This is an optimization exercise on Yosys and OpenROAD, whose aim is small area and a short achievable clock period, not a production implementation. At most, simulation tests tie the RTL to the original design; equivalence was not proved. Power and IR drop assume default switching activity.

## fmt_cvt
module fmt_cvt (
    input  wire        clk,
    input  wire        rst,
    input  wire        in_valid,
    input  wire [3:0]  in_src_fmt,
    input  wire [3:0]  in_dst_fmt,
    input  wire [1:0]  in_round,
    input  wire        in_sat,
    input  wire [1:0]  in_denorm,
    input  wire [31:0] in_data,
    output reg         out_valid,
    output reg  [31:0] out_data,
    output reg  [4:0]  out_flags
);
==> flow/config.mk <==
export PLATFORM = sky130hd
export DESIGN_NAME = fmt_cvt
export DESIGN_NICKNAME = fmt_cvt
export VERILOG_FILES = /design/flow/design.v
export SDC_FILE = /design/flow/constraint.sdc
export NUM_CORES = 4
export LEC_CHECK = 0
export ABC_AREA = 1
export CAP_MARGIN = 20
export CORE_MARGIN = 2
export CORE_UTILIZATION = 40
export SLEW_MARGIN = 20
==> flow/constraint.sdc <==
create_clock -name core_clock -period 24.0 [get_ports {clk}]
set_input_delay 4.8000 -clock core_clock [delete_from_list [all_inputs] [get_ports {clk}]]
set_output_delay 4.8000 -clock core_clock [all_outputs]
set_load 0.01 [all_outputs]
standard.sh (not shown) runs the stock make flow with config.mk's settings and CLKGATE_MAP_FILE= SYNTH_SCRIPT=/design/flow/synth_recipe.tcl, a recipe that flattens the netlist after the stock synthesis.
==> flow/flow/run.sh <==
#!/bin/bash
# Standard layout, with repair_timing aiming for more setup slack than the
# clock needs so the cells on the long paths get sized for speed.
set -euo pipefail
bash standard.sh SETUP_SLACK_MARGIN=18 finish > make_finish.log 2>&1
Edit:
==> flow/run.sh (new file) <==
#!/bin/bash
# synth_recipe.tcl (not shown) runs the flow's synth.tcl, then flattens the netlist and writes it again
# the make line also repeats each setting of config.mk as NAME=value (left out here)
make -C /OpenROAD-flow-scripts/flow DESIGN_CONFIG=/design/flow/config.mk WORK_HOME=/design/flow/orfs CLKGATE_MAP_FILE= SYNTH_SCRIPT=/design/flow/synth_recipe.tcl finish
removed: flow/flow/run.sh
removed: flow/standard.sh
Core utilization went down by 3.7 points. Global-route usage went down by 1.1 points. Synthesized cell count stays the same. Clock skew hardly moves. Die area is unchanged. Worst hold slack degrades by 5.7 ps. Register-to-register slack degrades by 2100 ps. Fmax went down by about 25%.
Function was not checked in any run of this note: the RTL went through the layout flow alone.

fmt_cvt, a different RTL version from the one above (not shown whole).
For scale: roughly 2,300 cells after synthesis, ~150 flip-flops, about 86 I/O pins, about 0.013 mm^2 of cells after synthesis.
==> flow/config.mk <==
export PLATFORM = sky130hd
export DESIGN_NAME = fmt_cvt
export DESIGN_NICKNAME = fmt_cvt
export VERILOG_FILES = /design/flow/design.v
export SDC_FILE = /design/flow/constraint.sdc
export NUM_CORES = 4
export LEC_CHECK = 0
export ABC_AREA = 1
export CAP_MARGIN = 20
export CORE_MARGIN = 2
export CORE_UTILIZATION = 40
export SLEW_MARGIN = 20
==> flow/constraint.sdc <==
create_clock -name core_clock -period 24.0 [get_ports {clk}]
set_input_delay 4.8000 -clock core_clock [delete_from_list [all_inputs] [get_ports {clk}]]
set_output_delay 4.8000 -clock core_clock [all_outputs]
set_load 0.01 [all_outputs]
run.sh (not shown) runs the stock make flow with config.mk's settings and CLKGATE_MAP_FILE= SYNTH_SCRIPT=/design/flow/synth_recipe.tcl, a recipe that flattens the netlist after the stock synthesis.
Stock flow here: none of the scripts above is used.
The starting point ran to the end with no violations.
==> next run, changes <==
==> flow/flow/run.sh (new file) <==
#!/bin/bash
# Standard layout, with repair_timing aiming for more setup slack than the
# clock needs so the cells on the long paths get sized for speed, and plain
# buffers (not delay cells) on the ports.
set -euo pipefail
bash standard.sh SETUP_SLACK_MARGIN=18 "BUFFER_PORTS_ARGS=-buffer_cell sky130_fd_sc_hd__buf_1" finish > make_finish.log 2>&1
==> flow/standard.sh (new file) <==
#!/bin/bash
# synth_recipe.tcl (not shown) runs the flow's synth.tcl, then flattens the netlist and writes it again
# the make line also repeats each setting of config.mk as NAME=value (left out here)
make -C /OpenROAD-flow-scripts/flow DESIGN_CONFIG=/design/flow/config.mk WORK_HOME=/design/flow/orfs CLKGATE_MAP_FILE= SYNTH_SCRIPT=/design/flow/synth_recipe.tcl "${@:-finish}"
removed: flow/run.sh
Flip-flop and latch count does not change.
Cell area went down by 1.5%.
Non-clock buffer count went up by 14.
Power stays flat.
Wire length went up by 1.0%.
Clock-buffer cell count went down by 1.
Sequential power barely changes.
Worst hold slack got worse by 0.011 ns.
Setup slack improved by 1.1 ns.

-- what the ideal ports hide --
No port has a modelled driver above. Below, the same layouts with a new extraction and two added sets of constraints.
Step 1 assumes that a clkbuf_16 drives the clock port and a buf_2 every other input.
Step 2, shift: input delay + t, output delay - t, t = (earliest + latest rising clock arrival at the registers) / 2. This alone moves slack from input paths to output paths.
Slacks: ideal / step 1 / step 2; pairs: ideal / step 1.
run | t (ns) | setup WS [ns] | worst hold slack (ns) | worst setup path after step 2 | slew at the worst register clock pin (ns)
the first run of note 1 | 0.499 | 17.728 / 17.728 / 17.728 | 0.331 / 0.331 / 0.331 | register to register | 0.07 / 0.07
the second run of note 1 | 0.489 | 15.670 / 15.670 / 15.670 | 0.325 / 0.325 / 0.325 | register to register | 0.07 / 0.07
the first run of note 2 | 0.496 | 17.100 / 17.100 / 17.100 | 0.332 / 0.332 / 0.332 | register to register | 0.06 / 0.06
the second run of note 2 | 0.491 | 18.242 / 18.189 / 18.347 | 0.321 / 0.321 / 0.321 | register to register | 0.07 / 0.07
After both steps every run listed still meets setup and hold.
